Context: an optimization exercise on an open-source flow, tuned for small area, a short achievable clock period and few clock cycles per item. The choices shown serve that exercise and are no tape-out recipe. In this exercise RTL edits were held to simulation tests only and were not proved equivalent to the original.

$ cat constraint.sdc
create_clock -name core_clock -period 10.0 [get_ports {clk}]
set_input_delay 2.0000 -clock core_clock [delete_from_list [all_inputs] [get_ports {clk}]]
set_output_delay 2.0000 -clock core_clock [all_outputs]
set_load 0.01 [all_outputs]
$ cat run.sh
#!/bin/bash
# synth_recipe.tcl (not shown) runs the flow's synth.tcl, then flattens the netlist and writes it again
# the make line also repeats each setting of config.mk as NAME=value (left out here)
make -C /OpenROAD-flow-scripts/flow DESIGN_CONFIG=/design/flow/config.mk WORK_HOME=/design/flow/orfs CLKGATE_MAP_FILE= SYNTH_SCRIPT=/design/flow/synth_recipe.tcl finish
$ cat design.v
module benes_solver #(
    parameter K = 6
) (
    input  wire                           clk,
    input  wire                           rst,
    input  wire                           start,
    input  wire [(1<<K)*K-1:0]            perm_in,
    output wire                           ready,
    output reg                            done,
    output wire [(2*K-1)*(1<<(K-1))-1:0]  states
);
    localparam N  = 64;
    localparam H  = 32;
    localparam NC = 11;
    reg  [5:0]      u [0:N-1];   
    reg  [N-1:0]    pf;          
    reg  [N-1:0]    pb;          
    reg  [N-1:0]    asg;         
    reg  [5:2]      th;          
    reg             c4;          
    reg             busy;
    reg             rdy;
    reg  [H-1:0]    wi;          
    reg  [H-1:0]    wo;          
    assign ready  = rdy;
    wire [5:0] cm = {th, 2'b11};                         
    wire [4:0] lv = {~th[2], th[2] & ~th[3], th[3] & ~th[4], th[4] & ~th[5], th[5]};  
    genvar g;
    wire [N*7-1:0]  lf, lb;
    generate
        for (g = 0; g < N; g = g + 1) begin : g_leaf
            assign lf[g*7 +: 7] = {pf[g], u[g] & {6{pf[g]}}};
            assign lb[g*7 +: 7] = {pb[g], u[g] & {6{pb[g]}}};
        end
    endgenerate
    wire [16*7-1:0] tf, tk;
    benes_solver_bcast #(.W(7)) u_bf (.lv(lv), .leaf(lf), .bc(tf));
    benes_solver_bcast #(.W(7)) u_bb (.lv(lv), .leaf(lb), .bc(tk));
    wire [N-1:0] mf, mb;
    generate
        for (g = 0; g < N; g = g + 1) begin : g_cam
            wire [5:0] vf = tf[(g>>2)*7 +: 6] ^ 6'd1;
            wire [5:0] vb = tk[(g>>2)*7 +: 6] ^ 6'd1;
            assign mf[g] = &(~cm | ~(u[g] ^ vf));
            assign mb[g] = &(~cm | ~(u[g] ^ vb));
        end
    endgenerate
    wire [N-1:0] cf, cb;             
    generate
        for (g = 0; g < N; g = g + 1) begin : g_c
            assign cf[g] = mf[g ^ 1];
            assign cb[g] = mb[g ^ 1];
        end
    endgenerate
    wire [N-1:0] am = asg | mf | mb;
    wire [N-1:0] zl = cf & am;
    wire [15:0]  zb;
    benes_solver_bcast #(.W(1)) u_bz (.lv(lv), .leaf(zl), .bc(zb));
    wire [H-1:0]   y;
    generate
        for (g = 0; g < H; g = g + 1) begin : g_y
            assign y[g] = ~am[2*g];
        end
    endgenerate
    wire [6*H-1:0] a;
    assign a[0 +: H] = y;
    genvar s;
    generate
        for (s = 0; s < 5; s = s + 1) begin : g_pfx
            for (g = 0; g < H; g = g + 1) begin : g_b
                if (g & (1 << s)) begin : g_hi
                    assign a[(s+1)*H + g] = a[s*H + g] | (cm[s+1] & a[s*H + (g & ~((1 << s) - 1)) - 1]);
                end else begin : g_lo
                    assign a[(s+1)*H + g] = a[s*H + g];
                end
            end
        end
    endgenerate
    wire [H-1:0] f;
    generate
        for (g = 0; g < H; g = g + 1) begin : g_ff
            if (g == 0) begin : g_z
                assign f[g] = y[g];
            end else begin : g_nz
                localparam [4:0] GB = g;
                wire bstart = ~|(cm[5:1] & GB);
                assign f[g] = y[g] & (bstart | ~a[5*H + g - 1]);
            end
        end
    endgenerate
    wire [N-1:0] pfn, pbn;
    generate
        for (g = 0; g < N; g = g + 1) begin : g_pn
            if (g & 1) begin : g_odd
                assign pfn[g] = ~zb[g>>2] & cf[g];
                assign pbn[g] = zb[g>>2] ? f[g>>1] : cb[g];
            end else begin : g_even
                assign pfn[g] = zb[g>>2] ? f[g>>1] : cf[g];
                assign pbn[g] = ~zb[g>>2] & cb[g];
            end
        end
    endgenerate
    wire all_asg = &am;
    wire last    = lv[4] ? c4 : all_asg;
    wire [N-1:0] nf = mf & ~asg;     
    wire [N-1:0] nb = mb & ~asg;     
    wire [H-1:0] in_en, in_v, out_en, out_v;
    wire [15:0]  hf, hb;             
    generate
        for (g = 0; g < 16; g = g + 1) begin : g_grp
            wire [6:0] rf = tf[g*7 +: 7];
            wire [6:0] rb = tk[g*7 +: 7];
            wire [3:0] rg = g;
            assign hf[g] = rf[6] & &(~cm[5:2] | ~(rf[5:2] ^ rg));
            assign hb[g] = rb[6] & &(~cm[5:2] | ~(rb[5:2] ^ rg));
        end
        for (g = 0; g < H; g = g + 1) begin : g_row
            wire [6:0] rf = tf[(g>>1)*7 +: 7];
            wire [6:0] rb = tk[(g>>1)*7 +: 7];
            wire ef = hf[g>>1] & (rf[1] == g[0]);
            wire eb = hb[g>>1] & (rb[1] == g[0]);
            assign in_en[g]  = pf[2*g] | pf[2*g+1] | pb[2*g] | pb[2*g+1]
                             | nf[2*g] | nf[2*g+1] | nb[2*g] | nb[2*g+1];
            assign in_v[g]   = pf[2*g+1] | pb[2*g] | nf[2*g] | nb[2*g+1];
            assign out_en[g] = ef | eb;
            assign out_v[g]  = (ef & rf[0]) | (eb & ~rb[0]);
        end
    endgenerate
    function [4:0] spec;
        input integer d;
        input integer r;
        integer k;
        begin
            spec = r;
            for (k = 0; k < 5; k = k + 1)
                if (k < d) spec[5-d+k] = r[4-k];
        end
    endfunction
    function [4:0] rev5;
        input integer r;
        integer k;
        begin
            for (k = 0; k < 5; k = k + 1)
                rev5[k] = r[4-k];
        end
    endfunction
    wire [H-1:0] sw, so;
    generate
        for (g = 0; g < H; g = g + 1) begin : g_sw
            assign sw[g] = in_en[g]  ? in_v[g]  : wi[g];
            assign so[g] = out_en[g] ? out_v[g] : wo[g];
        end
    endgenerate
    wire [5:0] un [0:N-1];
    generate
        for (g = 0; g < H; g = g + 1) begin : g_mv
            wire [5:0] e0 = sw[g] ? u[2*g+1] : u[2*g];
            wire [5:0] e1 = sw[g] ? u[2*g]   : u[2*g+1];
            assign un[g]    = {e0[0], e0[5:1]};
            assign un[g+32] = {e1[0], e1[5:1]};
        end
    endgenerate
    wire [H-1:0] s5;
    generate
        for (g = 0; g < H; g = g + 1) begin : g_s5
            assign s5[g] = un[rev5(g) * 2][0];
        end
    endgenerate
    genvar dg;
    generate
        for (dg = 0; dg < 5; dg = dg + 1) begin : g_ocol
            for (g = 0; g < H; g = g + 1) begin : g_orow
                assign states[dg*H + spec(dg, g)]        = u[2*g][5-dg];
                assign states[(NC-1-dg)*H + spec(dg, g)] = u[2*g+1][5-dg];
            end
        end
        for (g = 0; g < H; g = g + 1) begin : g_o5
            assign states[5*H + g] = u[2*g][0];
        end
    endgenerate
    wire accept = start & rdy;
    wire fin    = busy & lv[4] & c4;
    integer j;
    always @(posedge clk) begin
        if (rst) begin
            busy <= 1'b0;
            rdy  <= 1'b0;
            done <= 1'b0;
        end else begin
            done <= fin;
            if (accept) begin
                busy <= 1'b1;
                rdy  <= 1'b0;
            end else if (fin) begin
                busy <= 1'b0;
                rdy  <= 1'b1;
            end else if (busy) begin
                rdy  <= 1'b0;
            end else begin
                rdy  <= 1'b1;
            end
        end
    end
    always @(posedge clk) begin
        if (accept) begin
            pf  <= {{(N-2){1'b0}}, 2'b01};
            pb  <= {{(N-2){1'b0}}, 2'b10};
            asg <= {{(N-2){1'b0}}, 2'b11};
            th  <= 4'b1111;
            c4  <= 1'b0;
        end else if (last) begin
            for (j = 0; j < N; j = j + 1) begin
                pf[j]  <= ((j[5:0] & {1'b0, th[5:3], 2'b11}) == 6'd0);
                pb[j]  <= ((j[5:0] & {1'b0, th[5:3], 2'b11}) == 6'd1);
                asg[j] <= ((j[5:1] & {1'b0, th[5:3], 1'b1}) == 5'd0);
            end
            th  <= {1'b0, th[5:3]};
            c4  <= 1'b0;
        end else begin
            pf  <= pfn;
            pb  <= pbn;
            asg <= am | pfn | pbn;
            c4  <= lv[4];
        end
    end
    wire lend = last & busy;
    generate
        for (g = 0; g < N; g = g + 1) begin : g_u
            always @(posedge clk) begin
                if (accept)
                    u[g] <= perm_in[g*6 +: 6];
                else if (lend) begin
                    if (lv[0]) u[g][5] <= (g & 1) ? so[g>>1] : sw[g>>1];
                    if (lv[1]) u[g][4] <= (g & 1) ? so[g>>1] : sw[g>>1];
                    else if (cm[5]) u[g][4] <= un[g][4];
                    if (lv[2]) u[g][3] <= (g & 1) ? so[g>>1] : sw[g>>1];
                    else if (cm[4]) u[g][3] <= un[g][3];
                    if (lv[3]) u[g][2] <= (g & 1) ? so[g>>1] : sw[g>>1];
                    else if (cm[3]) u[g][2] <= un[g][2];
                    if (lv[4]) u[g][1] <= (g & 1) ? so[g>>1] : sw[g>>1];
                    else if (cm[2]) u[g][1] <= un[g][1];
                    if (lv[4]) u[g][0] <= s5[g>>1];
                    else u[g][0] <= un[g][0];
                end
            end
        end
    endgenerate
    always @(posedge clk) begin
        for (j = 0; j < H; j = j + 1) begin
            if (in_en[j])
                wi[j] <= in_v[j];
            if (out_en[j])
                wo[j] <= out_v[j];
        end
    end
endmodule
module benes_solver_bcast #(
    parameter W = 1
) (
    input  wire [4:0]      lv,
    input  wire [64*W-1:0] leaf,
    output wire [16*W-1:0] bc
);
    wire [32*W-1:0] t5;
    wire [16*W-1:0] t4;
    wire [8*W-1:0]  t3;
    wire [4*W-1:0]  t2;
    wire [2*W-1:0]  t1;
    wire [W-1:0]    t0;
    genvar g;
    generate
        for (g = 0; g < 32; g = g + 1) begin : g_t5
            assign t5[g*W +: W] = leaf[(2*g)*W +: W] | leaf[(2*g+1)*W +: W];
        end
        for (g = 0; g < 16; g = g + 1) begin : g_t4
            assign t4[g*W +: W] = t5[(2*g)*W +: W] | t5[(2*g+1)*W +: W];
        end
        for (g = 0; g < 8; g = g + 1) begin : g_t3
            assign t3[g*W +: W] = t4[(2*g)*W +: W] | t4[(2*g+1)*W +: W];
        end
        for (g = 0; g < 4; g = g + 1) begin : g_t2
            assign t2[g*W +: W] = t3[(2*g)*W +: W] | t3[(2*g+1)*W +: W];
        end
        for (g = 0; g < 2; g = g + 1) begin : g_t1
            assign t1[g*W +: W] = t2[(2*g)*W +: W] | t2[(2*g+1)*W +: W];
        end
        assign t0 = t1[0 +: W] | t1[W +: W];
        for (g = 0; g < 16; g = g + 1) begin : g_bc
            assign bc[g*W +: W] = ({W{lv[0]}} & t0)
                                | ({W{lv[1]}} & t1[(g>>3)*W +: W])
                                | ({W{lv[2]}} & t2[(g>>2)*W +: W])
                                | ({W{lv[3]}} & t3[(g>>1)*W +: W])
                                | ({W{lv[4]}} & t4[g*W +: W]);
        end
    endgenerate
endmodule
$ cat config.mk
export PLATFORM = sky130hd
export DESIGN_NAME = benes_solver
export DESIGN_NICKNAME = benes_solver
export VERILOG_FILES = /design/flow/design.v
export SDC_FILE = /design/flow/constraint.sdc
export NUM_CORES = 4
export LEC_CHECK = 0
export CAP_MARGIN = 20
export CORE_MARGIN = 2
export CORE_UTILIZATION = 40
export CTS_BUF_LIST = sky130_fd_sc_hd__clkbuf_4 sky130_fd_sc_hd__clkbuf_8
export SETUP_SLACK_MARGIN = 3
export SLEW_MARGIN = 20
==> results.py, run 1 <==
metrics = {
    "grt": {
        "grt_pass1_wl_mm": 575.3,
        "grt_pass1_vias": 63870,
        "grt_max_degree": 181,
        "overflow": 0,
        "antenna_found_initial": 40,
        "grt_util_all_layers": 0.5760,
    },
    "critical_path": {
        "setup.worst_path.end_class": "flop",
        "worstSetupStartpointType": "flop",
        "cp.arrival_ps": 8140,
        "path_max_fanout": 13,
        "r2r_cells": 19,
        "required_ps": 10840,
        "crit_type": "reg2reg",
        "r2r_start": "pf[62]",
        "cp-startpoint": "pf[62]",
    },
    "layout": {
        "fillCellCount": 13740,
        "fin_area_um2": 71170,
        "layout.nets": 8053,
        "drive_above_1_share": 0.1479,
        "area_growth_pct": 24.20,
    },
    "cts": {
        "clockBufferDepth": 3,
        "clock-sinks": 648,
        "cts_tree": "built",
        "clk_latency_ps": 940,
        "clockRootBuffer": "clkbuf_8",
        "htreeDepth": 4,
        "ctsHoldBuffers": 0,
        "clk_pin_slew_worst_paths_ps": 60,
        "cts-buffers-inserted": 131,
    },
    "worst_hold_path": {
        "min_path_type": "reg2reg",
        "holdPathStages": 2,
        "hp-start": "asg[19]",
    },
    "detailed_routing": {
        "drt_pass1_iterations": 9,
        "via_count": 70730,
        "drtIter0Drc": 13700,
        "detail-route-antenna-nets": 0,
        "drt-total-wl_mm": 441.2,
        "wl_per_cell_um": 45.58,
        "route.detailed.drc": 0,
        "vias_per_cell": 7.307,
    },
    "yosys": {
        "yosysWarnings": 2,
        "avgSynthCellArea_um2": 7.933,
        "synth.area.mux_share": 0.07083,
        "synthSimpleGateAreaFrac": 0.1903,
        "synth.distinct_cells": 128,
        "syn-instance-count": 7224,
        "postSynth.asyncResetShare": 0,
        "synth_seq_cells": 648,
        "synth_top_flop_cell": "edfxtp_1",
        "synth_edf_count": 384,
        "synth_top_family_by_area": "compound AO/OA/AOI/OAI gates",
        "synth_area_um2": 57310,
        "synth_compound_area_frac": 0.2724,
        "synth_fa_ha_area_frac": 0,
        "seq_area_frac_synth": 0.2934,
        "synth_xor_area_frac": 0.08862,
    },
    "sta": {
        "rsz0062_at_grt": "no",
        "clock_skew_ps": 74.28,
        "setup_viol": 0,
        "slew_headroom": 0.04829,
        "worstMarginPinSlew_ps": 1428,
        "slew_violations": 0,
        "fin_setup_tns_ps": 0,
        "finalHoldViolCount": 0,
        "layout_setup_ws_ps": 2695,
        "fmax_ghz": 0.1369,
        "fin_crit_ps": 7305,
        "finalCritPeriodShare": 0.7305,
    },
    "placed_design": {
        "preCtsSetupSlack_ps": 1608,
        "io_buffers": 740,
        "hpwl_mm": 328.1,
        "place_congestion": 1.150,
        "placed_cell_area_um2": 66090,
    },
    "floorplan": {
        "dieArea_um2": 146300,
        "start_util": 0.4038,
        "die_x_um": 382.5,
        "ios": 741,
        "dieHeight_um": 382.5,
        "coreArea_um2": 141900,
        "rows": 138,
    },
    "status": {
        "status": "timing/DRC/antenna clean",
    },
    "job": {
        "drv_cap": 0,
    },
}
## registers in the layout, indices dropped and copies added, names as in the netlist
signal / flops
u: 384
asg: 64
pb: 64
pf: 64
wi: 32
wo: 32
th: 4
busy: 1
c4: 1
done: 1
rdy: 1
## stage by stage
step	hold WS [ps]	util	std cells
after global placement	524.8	0.4654	9276
after CTS	545.2	0.4931	9591
after floorplan	464.1	-	7224
after global routing	584.7	0.5012	9666
final	558.5	0.5015	9679
after detailed placement	542.0	0.4656	9278
## cell usage in the layout (no fill, tap or decap), types with 252 or more instances in the layout
master,n
edfxtp_1,384
clkdlybuf4s50_1,740
a21oi_1,478
o21ai_0,532
a22oi_1,277
xnor2_1,317
nor2_1,635
xor2_1,261
mux2i_1,335
dfxtp_1,252
buf_4,457
nand2_1,779
## cell usage after synthesis (all sizes together) (20+ instances only)
library cell	instances	share of area
a2111oi	20	0.0049
nand2	789	0.052
a211oi	56	0.0077
o22ai	84	0.0096
a21oi	493	0.044
and4	37	0.0057
o21a	41	0.0054
o211ai	65	0.0086
clkbuf	585	0.038
inv	121	0.0079
xnor2	318	0.049
nor2	644	0.042
a21boi	25	0.0038
o221ai	38	0.0058
mux2	60	0.012
mux2i	338	0.059
a31oi	68	0.0074
edfxtp	384	0.20
or3	43	0.0048
o2111ai	24	0.0037
buf	355	0.038
nor3	115	0.012
nand2b	51	0.0056
o21ai	573	0.050
nand3	116	0.010
dfxtp	264	0.092
xor2	261	0.040
nor4	135	0.018
or2	23	0.0025
a32oi	20	0.0034
or4	40	0.0056
a221oi	131	0.023
a22o	85	0.013
and2	44	0.0048
o41ai	22	0.0040
and3	52	0.0057
nand4	71	0.0083
o31ai	24	0.0035
a22oi	281	0.037
a21o	37	0.0048
## path summary, 6_finish.rpt
kind,endpoint,slack (ps)
worst min-delay path,asg[19],560
worst max register to register,pf[11],2690
worst max-delay path,pf[11],2690
worst min register to register,asg[19],560
## worst max-delay path, cell delays in order, from the launching register on
cell and delay (ps):
dfxtp_1 640, a22oi_1 480, nand2_1 220, nor4_2 320
buf_4 290, nand2_2 360, nor2_2 480, mux2i_1 1060
a2111oi_0 200, o211ai_1 280, o21ba_2 230, a2111oi_2 320
buf_4 240, and4bb_2 390, nand4_4 120, buf_4 220
a221oi_1 640, buf_4 310, nand2_1 170, nor3_1 240
## logic make-up (layout without fill, tap and decap cells)
group / after synthesis / in the layout
compound gates: 2286 / 2286
simple gates: 2250 / 2251
buf+inv: 1063 / 1608
flops: 648 / 648
xor+xnor: 579 / 579
mux: 398 / 398
other cells: 0 / 19
## cell type report
cell class | instances | area (µm²) | area share
Clock inverter | 53 | 480.5 | 0.006751
Sequential cell | 648 | 16840 | 0.2366
Clock buffer | 184 | 2282 | 0.03207
Tap cell | 1890 | 2365 | 0.03323
Timing Repair Buffer | 1248 | 11760 | 0.1652
Inverter | 123 | 466.7 | 0.006557
Multi-Input combinational cell | 5514 | 36940 | 0.5190
Antenna cell | 19 | 47.55 | 0.0006680
## metal layers
metal | track usage | wire [µm]
met3 | 0.3087 | 77610
met4 | 0.4059 | 40900
met1 | 0.7003 | 156400
met5 | 0.02083 | 1057
met2 | 0.7624 | 165200
## repair_timing
| item | CTS | global route |
|---|---|---|
| gates resized for setup | 76 | 86 |
| gates cloned | 1 | 0 |
| setup endpoints to repair | 597 | 583 |
| pin swaps | 16 | 17 |
| buffers inserted | 75 | 67 |
Testbench counts, summed over its fixed seeds: cycles 7,056, solves 192.
==> run 2: changes to the inputs <==
==> flow/run.sh (new file) <==
#!/bin/bash
# The standard layout (standard.sh), with the smallest buffer
# (sky130_fd_sc_hd__buf_1) as the port buffer instead of the default choice.
# The whole output of the layout goes to standard.log in this folder; the
# ORFS step logs are under orfs/logs.
set -euo pipefail
export BUFFER_PORTS_ARGS="-buffer_cell sky130_fd_sc_hd__buf_1"
bash standard.sh > standard.log 2>&1
==> standard.sh (new file) <==
#!/bin/bash
# synth_recipe.tcl (not shown) runs the flow's synth.tcl, then flattens the netlist and writes it again
# the make line also repeats each setting of config.mk as NAME=value (left out here)
make -C /OpenROAD-flow-scripts/flow DESIGN_CONFIG=/design/flow/config.mk WORK_HOME=/design/flow/orfs CLKGATE_MAP_FILE= SYNTH_SCRIPT=/design/flow/synth_recipe.tcl "${@:-finish}"
--- a/config.mk
+++ b/config.mk
@@ -9,5 +9,5 @@
 export CORE_MARGIN = 2
-export CORE_UTILIZATION = 40
+export CORE_UTILIZATION = 38
 export CTS_BUF_LIST = sky130_fd_sc_hd__clkbuf_4 sky130_fd_sc_hd__clkbuf_8
-export SETUP_SLACK_MARGIN = 3
+export SETUP_SLACK_MARGIN = 3.5
 export SLEW_MARGIN = 20
removed: run.sh
==> run 2 against run 1 <==
Net effect:
- highest routed layer unchanged
- die area up 5.2%
- global-route usage down 1.6 points
- critical path type unchanged
- largest cell class unchanged
- first-iteration DRC count down 3.1%
==> results.py, run 2 <==
metrics = {
    "detailed_routing": {
        "via_count": 71960,
        "wl_per_cell_um": 45.26,
        "drtIter0Drc": 13270,
        "vias_per_cell": 7.176,
        "drt_pass1_iterations": 14,
        "drt-total-wl_mm": 453.9,
        "route.detailed.drc": 0,
        "detail-route-antenna-nets": 0,
    },
    "critical_path": {
        "path_delay_family": "simple AND/OR/NAND/NOR gates",
        "crit_buf_inv": 4,
        "setup.worst_path.end_class": "flop",
        "max_stage_delay_ps": 950,
        "cp.arrival_ps": 7660,
        "required_ps": 10820,
        "path_max_fanout": 16,
        "path_cells": "a22o_1, a221oi_1, and3_1, nand3_1, buf_4, or2_1, buf_6, xnor2_1, o21ai_0, nor4_2, nor3_1, nor4bb_1, nand4_1, nor4_4, buf_4, nor2_1, o21ai_0, buf_4, nor3_1",
        "cp_slowest_cell": "nor2_1",
        "crit_type": "reg2reg",
        "worstSetupStartpointType": "flop",
        "cpMostUsedCell": "buf_4",
    },
    "grt": {
        "grt_util_all_layers": 0.5601,
        "grt_pass1_vias": 63610,
        "grt_pass1_wl_mm": 582.9,
        "antenna_found_initial": 49,
        "overflow": 0,
        "grt_max_degree": 216,
    },
    "floorplan": {
        "start_util": 0.3826,
        "die_x_um": 392.3,
        "rows": 142,
        "ios": 741,
        "dieHeight_um": 392.3,
        "coreArea_um2": 149800,
        "dieArea_um2": 153900,
    },
    "yosys": {
        "synth.top_cell.area_share": 0.2012,
        "synth_top_flop_cell": "edfxtp_1",
        "synth_common_cells": "nand2_1, nor2_1, clkbuf_1",
        "yosysWarnings": 2,
        "synth.area.top_cells": "edfxtp_1, dfxtp_1, mux2i_1",
        "synth_area_um2": 57310,
        "synth_most_common_cell": "nand2_1",
        "seq_area_frac_synth": 0.2934,
        "synth.distinct_cells": 128,
        "synth_area_leader_cell": "edfxtp_1",
        "synth_edf_count": 384,
        "avgSynthCellArea_um2": 7.933,
        "synth_seq_cells": 648,
        "postSynth.asyncResetShare": 0,
        "syn-instance-count": 7224,
    },
    "layout": {
        "largest_reg_flops": 384,
        "fillCellCount": 15190,
        "area_growth_pct": 21.12,
        "fin_area_um2": 69410,
        "layout.nets": 8258,
        "drive_above_1_share": 0.1839,
        "multiInputGateArea_um2": 37590,
        "largest_register": "u",
        "layout_common_cells": "nand2_1, buf_1, nor2_1, buf_4, o21ai_0",
        "final_common_cell": "nand2_1",
        "seqCellArea_um2": 16860,
    },
    "job": {
        "drv_cap": 0,
    },
    "sta": {
        "finalHoldViolCount": 0,
        "worstMarginPinSlew_ps": 1375,
        "slew_violations": 0,
        "fin_crit_ps": 6842,
        "finalCritPeriodShare": 0.6842,
        "rsz0062_at_grt": "yes",
        "fin_setup_tns_ps": 0,
        "layout_setup_ws_ps": 3158,
        "setup_viol": 0,
        "clock_skew_ps": 85.21,
        "fmax_ghz": 0.1462,
        "slew_headroom": 0.07792,
    },
    "placed_design": {
        "hpwl_mm": 334.9,
        "place_congestion": 1.129,
        "preCtsSetupSlack_ps": 1435,
        "io_buffers": 740,
        "placed_cell_area_um2": 61630,
    },
    "cts": {
        "clock-sinks": 648,
        "htreeDepth": 4,
        "clk_latency_ps": 940,
        "clk_pin_slew_worst_paths_ps": 60,
        "ctsHoldBuffers": 0,
        "clockBufferDepth": 3,
        "cts-buffers-inserted": 134,
        "cts_tree": "built",
        "clockRootBuffer": "clkbuf_8",
    },
    "worst_hold_path": {
        "min_path_type": "reg2reg",
    },
    "status": {
        "status": "timing/DRC/antenna clean",
    },
}
## run 2: path summary, 6_finish.rpt
kind                            cells past startpoint      from  slack, ps      end
worst max-delay path                               19  u[30][4]       3160  asg[44]
worst min-delay path                                2    asg[6]        570   asg[6]
worst max register to register                     19  u[30][4]       3160  asg[44]
worst min register to register                      2    asg[6]        570   asg[6]
## run 2: layer usage
| metal | up-vias | part of all wire | track usage |
|---|---|---|---|
| met5 | - | 0.0024 | 0.01659 |
| met4 | 44 | 0.095 | 0.4115 |
| met3 | 1882 | 0.17 | 0.2996 |
| met2 | 7210 | 0.37 | 0.7317 |
| met1 | 35010 | 0.36 | 0.6823 |
| li1 | 27810 | - | - |
## run 2: worst register-to-register path, delay by kind of cell, from the launching register on
family,cells,cell delay (ps)
AOI/OAI and AO/OA,4,1300
buffers and inverters,4,960
xor gates and xnor gates,1,180
and+or+nand+nor,10,3820
DFF,1,490
## run 2: area by class of cell
type / count / area share
Clock inverter: 54 / 0.007247
Multi-Input combinational cell: 5516 / 0.5416
Tap cell: 2016 / 0.03634
Sequential cell: 648 / 0.2429
Clock buffer: 193 / 0.03485
Antenna cell: 30 / 0.001082
Timing Repair Buffer: 1448 / 0.1292
Inverter: 123 / 0.006724
## run 2: cell families after synthesis
logic type	count (synthesis)	share of synthesized area
buf+inv	1063	0.08445
flops	648	0.2934
compound gates	2286	0.2724
simple gates	2250	0.1903
xor+xnor	579	0.08862
mux	398	0.07083
## run 2: timing repair
action,CTS,global route
gates resized for setup,161,149
setup buffers,154,188
gates cloned,3,8
setup endpoints to repair,788,596
pin swaps,39,41
## run 2: metrics by stage
step	instances	util	hold WS, ps
CTS	9801	0.4459	556.6
floorplan	7224	-	464.1
global placement	9394	0.4108	518.9
global route	10010	0.4631	573.1
detailed placement	9397	0.4115	546.3
finish	10030	0.4634	565.6
==> run 3: changes to the inputs <==
--- a/design.v
+++ b/design.v
@@ -19,3 +19,2 @@
     reg  [5:2]      th;          
-    reg             c4;          
     reg             busy;
@@ -103,3 +102,3 @@
     wire all_asg = &am;
-    wire last    = lv[4] ? c4 : all_asg;
+    wire last    = all_asg;
     wire [N-1:0] nf = mf & ~asg;     
@@ -162,6 +161,15 @@
     endgenerate
-    wire [H-1:0] s5;
-    generate
-        for (g = 0; g < H; g = g + 1) begin : g_s5
-            assign s5[g] = un[rev5(g) * 2][0];
+    wire [H-1:0] in4, out4;
+    generate
+        for (g = 0; g < 16; g = g + 1) begin : g_l4
+            wire [1:0] a0 = u[4*g][1:0];
+            wire [1:0] a1 = u[4*g+1][1:0];
+            wire [1:0] a2 = u[4*g+2][1:0];
+            wire [1:0] a3 = u[4*g+3][1:0];
+            wire       s2 = (a2 == (a0 ^ 2'b01));
+            wire [1:0] ay = s2 ? a3 : a2;
+            assign in4[2*g]    = 1'b0;
+            assign in4[2*g+1]  = s2;
+            assign out4[2*g]   = a0[1] ? ay[0] : a0[0];
+            assign out4[2*g+1] = a0[1] ? a0[0] : ay[0];
         end
@@ -170,3 +178,3 @@
     generate
-        for (dg = 0; dg < 5; dg = dg + 1) begin : g_ocol
+        for (dg = 0; dg < 4; dg = dg + 1) begin : g_ocol
             for (g = 0; g < H; g = g + 1) begin : g_orow
@@ -176,4 +184,9 @@
         end
+        for (g = 0; g < H; g = g + 1) begin : g_o4
+            assign states[4*H + spec(4, g)] = in4[g];
+            assign states[6*H + spec(4, g)] = out4[g];
+        end
         for (g = 0; g < H; g = g + 1) begin : g_o5
-            assign states[5*H + g] = u[2*g][0];
+            localparam integer KB = rev5(g) % 16;
+            assign states[5*H + g] = u[4*KB + (g % 2)][1];
         end
@@ -181,3 +194,3 @@
     wire accept = start & rdy;
-    wire fin    = busy & lv[4] & c4;
+    wire fin    = busy & lv[3] & last;
     integer j;
@@ -209,3 +222,2 @@
             th  <= 4'b1111;
-            c4  <= 1'b0;
         end else if (last) begin
@@ -217,3 +229,2 @@
             th  <= {1'b0, th[5:3]};
-            c4  <= 1'b0;
         end else begin
@@ -222,3 +233,2 @@
             asg <= am | pfn | pbn;
-            c4  <= lv[4];
         end
@@ -239,6 +249,4 @@
                     else if (cm[3]) u[g][2] <= un[g][2];
-                    if (lv[4]) u[g][1] <= (g & 1) ? so[g>>1] : sw[g>>1];
-                    else if (cm[2]) u[g][1] <= un[g][1];
-                    if (lv[4]) u[g][0] <= s5[g>>1];
-                    else u[g][0] <= un[g][0];
+                    u[g][1] <= un[g][1];
+                    u[g][0] <= un[g][0];
                 end
@@ -264,3 +272,2 @@
     wire [32*W-1:0] t5;
-    wire [16*W-1:0] t4;
     wire [8*W-1:0]  t3;
@@ -274,7 +281,5 @@
         end
-        for (g = 0; g < 16; g = g + 1) begin : g_t4
-            assign t4[g*W +: W] = t5[(2*g)*W +: W] | t5[(2*g+1)*W +: W];
-        end
         for (g = 0; g < 8; g = g + 1) begin : g_t3
-            assign t3[g*W +: W] = t4[(2*g)*W +: W] | t4[(2*g+1)*W +: W];
+            assign t3[g*W +: W] = t5[(4*g)*W +: W] | t5[(4*g+1)*W +: W]
+                                | t5[(4*g+2)*W +: W] | t5[(4*g+3)*W +: W];
         end
@@ -291,4 +296,3 @@
                                 | ({W{lv[2]}} & t2[(g>>2)*W +: W])
-                                | ({W{lv[3]}} & t3[(g>>1)*W +: W])
-                                | ({W{lv[4]}} & t4[g*W +: W]);
+                                | ({W{lv[3]}} & t3[(g>>1)*W +: W]);
         end
--- a/config.mk
+++ b/config.mk
@@ -11,3 +11,3 @@
 export CTS_BUF_LIST = sky130_fd_sc_hd__clkbuf_4 sky130_fd_sc_hd__clkbuf_8
-export SETUP_SLACK_MARGIN = 3.5
+export SETUP_SLACK_MARGIN = 3
 export SLEW_MARGIN = 20
==> run 3 against run 2 <==
Net effect:
- still clean on timing, DRC and antenna
- global-route usage decreased by 1.4 points
- worst setup slack worse by 390 ps
- via count down 5.2%
- cell area decreased by 8.2%
- clock skew shrank 9.1 ps
- final cell count down 6.5%
- synthesized cell count decreased by 5.0%
- die area down 5.0%
- largest cell class unchanged
==> results.py, run 3 <==
metrics = {
    "critical_path": {
        "max_stage_delay_ps": 860,
        "r2r_start": "u[56][1]",
        "r2r_end": "pf[50]",
        "setup.worst_path.end_class": "flop",
        "required_ps": 10840,
        "path_max_fanout": 13,
        "crit_type": "reg2reg",
        "crit_path_end": "pf[50]",
        "cp-startpoint": "u[56][1]",
        "reg2reg_slack_ps": 2770,
        "worstSetupStartpointType": "flop",
        "path_cells": "a22oi_1, nand4_1, nor4_4, and2_1, a21oi_1, buf_4, xnor2_1, nand4_1, nand3b_1, a211oi_1, nand4_1, nor4_4, buf_4, a21oi_2, nor4b_4, buf_4, mux2_2, nor2_1",
        "r2r_cells": 18,
        "cp.arrival_ps": 8070,
        "cp_slowest_cell": "nor4_4",
    },
    "detailed_routing": {
        "drt_pass1_iterations": 10,
        "vias_per_cell": 7.272,
        "drtIter0Drc": 12890,
        "via_count": 68210,
        "route.detailed.drc": 0,
        "wl_per_cell_um": 44.86,
        "drt-total-wl_mm": 420.8,
        "detail-route-antenna-nets": 0,
    },
    "sta": {
        "worstMarginPinSlew_ps": 1271,
        "layout_setup_ws_ps": 2767,
        "fin_crit_ps": 7233,
        "slew_violations": 0,
        "rsz0062_at_grt": "no",
        "slew_headroom": 0.1284,
        "fmax_ghz": 0.1383,
        "fin_setup_tns_ps": 0,
        "finalCritPeriodShare": 0.7233,
        "finalHoldViolCount": 0,
        "holdWs_ps": 559.0,
        "setup_viol": 0,
        "clock_skew_ps": 76.06,
    },
    "yosys": {
        "synth_edf_count": 384,
        "synth_top_flop_cell": "edfxtp_1",
        "synth_common_cells": "nor2_1, nand2_1, clkbuf_1",
        "synthSimpleGateAreaFrac": 0.1914,
        "synth_area_leader_cell": "edfxtp_1",
        "synth_fa_ha_area_frac": 0,
        "avgSynthCellArea_um2": 7.928,
        "synth.distinct_cells": 114,
        "synth_xor_area_frac": 0.08429,
        "synth.area.top_cells": "edfxtp_1, dfxtp_1, mux2i_1",
        "postSynth.asyncResetShare": 0,
        "synth.area.mux_share": 0.06845,
        "synth_most_common_cell": "nor2_1",
        "synth_top_family_by_area": "compound AO/OA/AOI/OAI gates",
        "yosysWarnings": 2,
        "synth.top_cell.area_share": 0.2118,
        "syn-instance-count": 6866,
        "synth_seq_cells": 647,
        "synth_compound_area_frac": 0.2692,
        "synth_area_um2": 54430,
        "seq_area_frac_synth": 0.3086,
    },
    "layout": {
        "final_common_cell": "buf_1",
        "drive_above_1_share": 0.1274,
        "multiInputGateArea_um2": 34440,
        "area_growth_pct": 17.06,
        "final_core_util": 0.4489,
        "seqCellArea_um2": 16810,
        "layout_common_cells": "buf_1, nor2_1, nand2_1",
        "layout.nets": 7732,
        "largest_reg_flops": 384,
        "fillCellCount": 14610,
        "largest_register": "u",
    },
    "cts": {
        "cts_tree": "built",
        "clockBufferDepth": 3,
        "cts-buffers-inserted": 132,
        "clk_pin_slew_worst_paths_ps": 60,
        "clk_latency_ps": 940,
        "clock-sinks": 647,
        "htreeDepth": 4,
        "clockRootBuffer": "clkbuf_8",
        "ctsHoldBuffers": 0,
    },
    "grt": {
        "antenna_found_initial": 40,
        "met2_usage": 0.7388,
        "grt_max_degree": 183,
        "grt_pass1_wl_mm": 547.7,
        "top_usage_layer": "met2",
        "grt_use_met1": 0.6782,
        "grt_util_all_layers": 0.5464,
        "overflow": 0,
        "grt_pass1_vias": 60770,
        "use_met3": 0.2429,
    },
    "worst_hold_path": {
        "holdPathStages": 2,
        "min_path_type": "reg2reg",
    },
    "floorplan": {
        "dieHeight_um": 382.5,
        "dieArea_um2": 146300,
        "ios": 741,
        "die_x_um": 382.5,
        "coreArea_um2": 141900,
        "rows": 138,
        "start_util": 0.3835,
    },
    "placed_design": {
        "place_congestion": 1.110,
        "io_buffers": 724,
        "hpwl_mm": 308.2,
        "preCtsSetupSlack_ps": 2047,
    },
    "job": {
        "drv_cap": 0,
    },
    "status": {
        "status": "timing/DRC/antenna clean",
    },
}
[run 3: critical path: cells and delay by family (launching register included)]
family / cells / cell delay, ps
flip-flops: 1 / 650
buffers and inverters: 3 / 820
XOR/XNOR: 1 / 170
AO/OA/AOI/OAI: 4 / 850
multiplexers: 1 / 370
AND/OR/NAND/NOR: 9 / 4230
[run 3: through the flow]
step,cell area (µm²),cells
floorplan,54490,6881
global placement,58900,8974
detailed placement,58980,8976
CTS,62540,9269
global route,63640,9350
finish,63720,9380
[run 3: worst min path at each step]
stage | startpoint | endpoint | slack, ps
2_1_floorplan | wo[28] | wo[28] | 470
3_3_place_gp | wo[12] | wo[12] | 530
3_5_place_dp | wo[31] | wo[31] | 540
4_1_cts | wo[12] | wo[12] | 550
5_1_grt | asg[31] | asg[31] | 580
6_report | asg[31] | asg[31] | 560
[run 3: kinds of logic (layout without fill, tap and decap cells)]
family / after synthesis / count (layout)
flops: 647 / 647
xor+xnor: 523 / 523
compound gates: 2205 / 2205
buf+inv: 990 / 1563
simple gates: 2132 / 2133
mux: 368 / 368
other cells: 1 / 51
[run 3: final cells by class]
type / count / share of cell area
multi-input combinational: 5245 / 0.5405
inverter: 143 / 0.008443
clock buffer: 203 / 0.03796
tap: 1890 / 0.03711
antenna: 35 / 0.001375
clock inverter: 41 / 0.006696
sequential: 647 / 0.2638
timing repair buffer: 1176 / 0.1041
[run 3: timing repair]
action / 4_1_cts / 5_1_grt
gates cloned: 2 / 1
resized for setup: 52 / 54
pin swaps: 17 / 30
setup buffers: 47 / 73
setup endpoints to repair: 585 / 547
[run 3: layer usage]
layer | part of all wire | wire [µm]
met1 | 0.36 | 153400
met2 | 0.38 | 161600
met3 | 0.16 | 66870
met4 | 0.092 | 38650
met5 | 0.00055 | 232
Testbench counts of run 3, summed over its fixed seeds: cycles 6,672, solves 192.
==> run 4: changes to the inputs <==
--- a/config.mk
+++ b/config.mk
@@ -11,3 +11,3 @@
 export CTS_BUF_LIST = sky130_fd_sc_hd__clkbuf_4 sky130_fd_sc_hd__clkbuf_8
-export SETUP_SLACK_MARGIN = 3
+export SETUP_SLACK_MARGIN = 3.5
 export SLEW_MARGIN = 20
==> run 4 against run 3 <==
Net effect:
- count of clock-buffer cells in the layout unchanged
- global-route usage grew 0.98 points
- register-to-register slack better by 410 ps
- maximum frequency grew 6.0%
- hold slack gained 0.80 ps
- non-clock buffer count rose by 138
- largest cell class unchanged
==> results.py, run 4 <==
metrics = {
    "status": {
        "status": "timing/DRC/antenna clean",
    },
    "worst_hold_path": {
        "holdPathStages": 2,
        "min_path_type": "reg2reg",
    },
    "cts": {
        "clockRootBuffer": "clkbuf_8",
        "clk_pin_slew_worst_paths_ps": 60,
        "clockBufferDepth": 3,
        "cts_tree": "built",
        "cts-buffers-inserted": 132,
        "htreeDepth": 4,
        "clock-sinks": 647,
        "clk_latency_ps": 950,
    },
    "critical_path": {
        "cpMostUsedCell": "o22ai_1",
        "setup.worst_path.end_class": "flop",
        "max_stage_delay_ps": 960,
        "r2r_cells": 14,
        "cp.arrival_ps": 7300,
        "path_cells": "a221oi_2, nand4_1, or4_4, buf_6, xnor2_1, o22ai_1, or4_1, or2_2, o22ai_1, nor4b_1, nor4_2, buf_4, mux2i_1, o21ai_0",
        "cp_slowest_cell": "mux2i_1",
        "crit_type": "reg2reg",
        "path_max_fanout": 30,
        "required_ps": 10470,
        "worstSetupStartpointType": "flop",
    },
    "detailed_routing": {
        "detail-route-antenna-nets": 0,
        "route.detailed.drc": 0,
        "drt_pass1_iterations": 10,
        "via_count": 69060,
        "vias_per_cell": 7.258,
        "drtIter0Drc": 13490,
        "drt-total-wl_mm": 430.6,
        "wl_per_cell_um": 45.25,
    },
    "grt": {
        "grt_pass1_wl_mm": 556.2,
        "antenna_found_initial": 42,
        "grt_max_degree": 183,
        "grt_util_all_layers": 0.5562,
        "grt_pass1_vias": 61350,
        "overflow": 0,
    },
    "sta": {
        "fin_crit_ps": 6824,
        "rsz0062_at_grt": "yes",
        "clock_skew_ps": 74.93,
        "holdWs_ps": 559.8,
        "setup_viol": 0,
        "fmax_ghz": 0.1465,
        "finalHoldViolCount": 0,
        "slew_headroom": 0.05580,
        "worstMarginPinSlew_ps": 1377,
        "fin_setup_tns_ps": 0,
        "finalCritPeriodShare": 0.6824,
        "slew_violations": 0,
        "layout_setup_ws_ps": 3176,
    },
    "placed_design": {
        "placed_cell_area_um2": 58980,
        "preCtsSetupSlack_ps": 2047,
        "hpwl_mm": 308.2,
        "io_buffers": 724,
        "place_congestion": 1.110,
        "place_inst": 8976,
    },
    "layout": {
        "final_common_cell": "buf_1",
        "fin_area_um2": 65400,
        "fin_cells": 9515,
        "layout_common_cells": "buf_1, nor2_1, nand2_1",
        "drive_above_1_share": 0.1508,
        "largest_reg_flops": 384,
        "layout.nets": 7871,
        "area_growth_pct": 20.14,
        "largest_register": "u",
        "final_core_util": 0.4608,
    },
    "yosys": {
        "synth.top_cell.area_share": 0.2118,
        "seq_area_frac_synth": 0.3086,
        "synth_area_leader_cell": "edfxtp_1",
        "synth_edf_count": 384,
        "synth_area_um2": 54430,
        "synth_common_cells": "nor2_1, nand2_1, clkbuf_1",
        "syn-instance-count": 6866,
        "yosysWarnings": 2,
        "avgSynthCellArea_um2": 7.928,
        "synth.area.top_cells": "edfxtp_1, dfxtp_1, mux2i_1",
        "synth.distinct_cells": 114,
        "postSynth.asyncResetShare": 0,
        "synth_seq_cells": 647,
        "synth_top_flop_cell": "edfxtp_1",
        "synth_most_common_cell": "nor2_1",
    },
    "floorplan": {
        "ios": 741,
        "rows": 138,
        "dieHeight_um": 382.5,
        "coreArea_um2": 141900,
        "die_x_um": 382.5,
        "start_util": 0.3835,
        "dieArea_um2": 146300,
    },
    "job": {
        "drv_cap": 0,
    },
}
## run 4: changes by cell type in the layout (fill, tap and decap cells not counted), sizes merged
cell,previous run,this run
buf,1174,1309
bufbuf,1,3
clkbuf,204,205
diode,35,31
nand2b,45,46
## run 4: timing repair
action,4_1_cts,5_1_grt
pin swaps,49,34
hold buffers,0,0
setup endpoints to repair,627,587
gates cloned,5,4
resized for setup,116,82
buffers inserted,140,113
## run 4: final timing paths
check        endpoint  startpoint  slack (ps)
max          u[35][0]    u[14][5]        3180
min           asg[31]     asg[31]         560
max reg2reg  u[35][0]    u[14][5]        3180
min reg2reg   asg[31]     asg[31]         560
## run 4: per-layer routing
| layer | track usage | up-vias | wire length [µm] |
|---|---|---|---|
| met5 | 0.01058 | - | 310 |
| met4 | 0.4189 | 30 | 42340 |
| met3 | 0.2695 | 1875 | 70050 |
| met2 | 0.7467 | 6959 | 163300 |
| met1 | 0.6761 | 33600 | 154600 |
| li1 | - | 26600 | - |
## run 4: logic make-up (layout without fill, tap and decap cells)
group           after synthesis  in the layout  synth area share
xor+xnor                    523            523           0.08429
compound gates             2205           2205            0.2692
other cells                   1             47        0.00006889
buf+inv                     990           1701           0.07799
simple gates               2132           2134            0.1914
mux                         368            368           0.06845
flops                       647            647            0.3086
## run 4: worst max-delay path, delay by kind of cell, from the launching register on
kind / cells / cell delay [ps]
multiplexers: 1 / 960
buffers and inverters: 2 / 580
AO/OA/AOI/OAI: 4 / 1510
XOR/XNOR: 1 / 230
AND/OR/NAND/NOR: 6 / 2200
flip-flops: 1 / 800
## run 4: area by class of cell
| class | instances | area [µm²] |
|---|---|---|
| Sequential cell | 647 | 16830 |
| Clock buffer | 203 | 2419 |
| Clock inverter | 41 | 426.7 |
| Timing Repair Buffer | 1314 | 7969 |
| Fill cell | 14520 | 76540 |
| Antenna cell | 31 | 77.57 |
| Inverter | 143 | 538.0 |
| Multi-Input combinational cell | 5246 | 34770 |
| Tap cell | 1890 | 2365 |

afterwards: timing with drivers on the ports:
In the flow no input, the clock included, has a driving cell. The finished layouts below were timed again as built, in two steps. Step 1 (the two cells are an assumption about what drives the block):
set clk [get_ports {clk}]
set_driving_cell -lib_cell sky130_fd_sc_hd__clkbuf_16 $clk
set_driving_cell -lib_cell sky130_fd_sc_hd__buf_2 [delete_from_list [all_inputs] $clk]
Step 2 times the ports against the registers' clock, not the clock port: input delays grow and output delays shrink by t, the midpoint of the rising clock arrivals with the driver on. a / b / c = no drivers / after step 1 / after step 2; a / b = the first two.
run	shift t [ns]	slack for setup (ns)	hold WS [ns]	latest minus earliest clock arrival (ns)	cell pins on the clock port's net
run 1	0.985	2.695 / 2.695 / 2.695	0.559 / 0.559 / 0.559	0.075 / 0.075	1
run 2	0.988	3.158 / 3.158 / 3.158	0.566 / 0.566 / 0.566	0.085 / 0.085	1
run 3	0.985	2.767 / 2.767 / 2.767	0.559 / 0.559 / 0.559	0.077 / 0.076	1
run 4	0.989	3.176 / 3.176 / 3.176	0.560 / 0.560 / 0.560	0.075 / 0.075	1
After both steps every run listed still meets setup and hold.
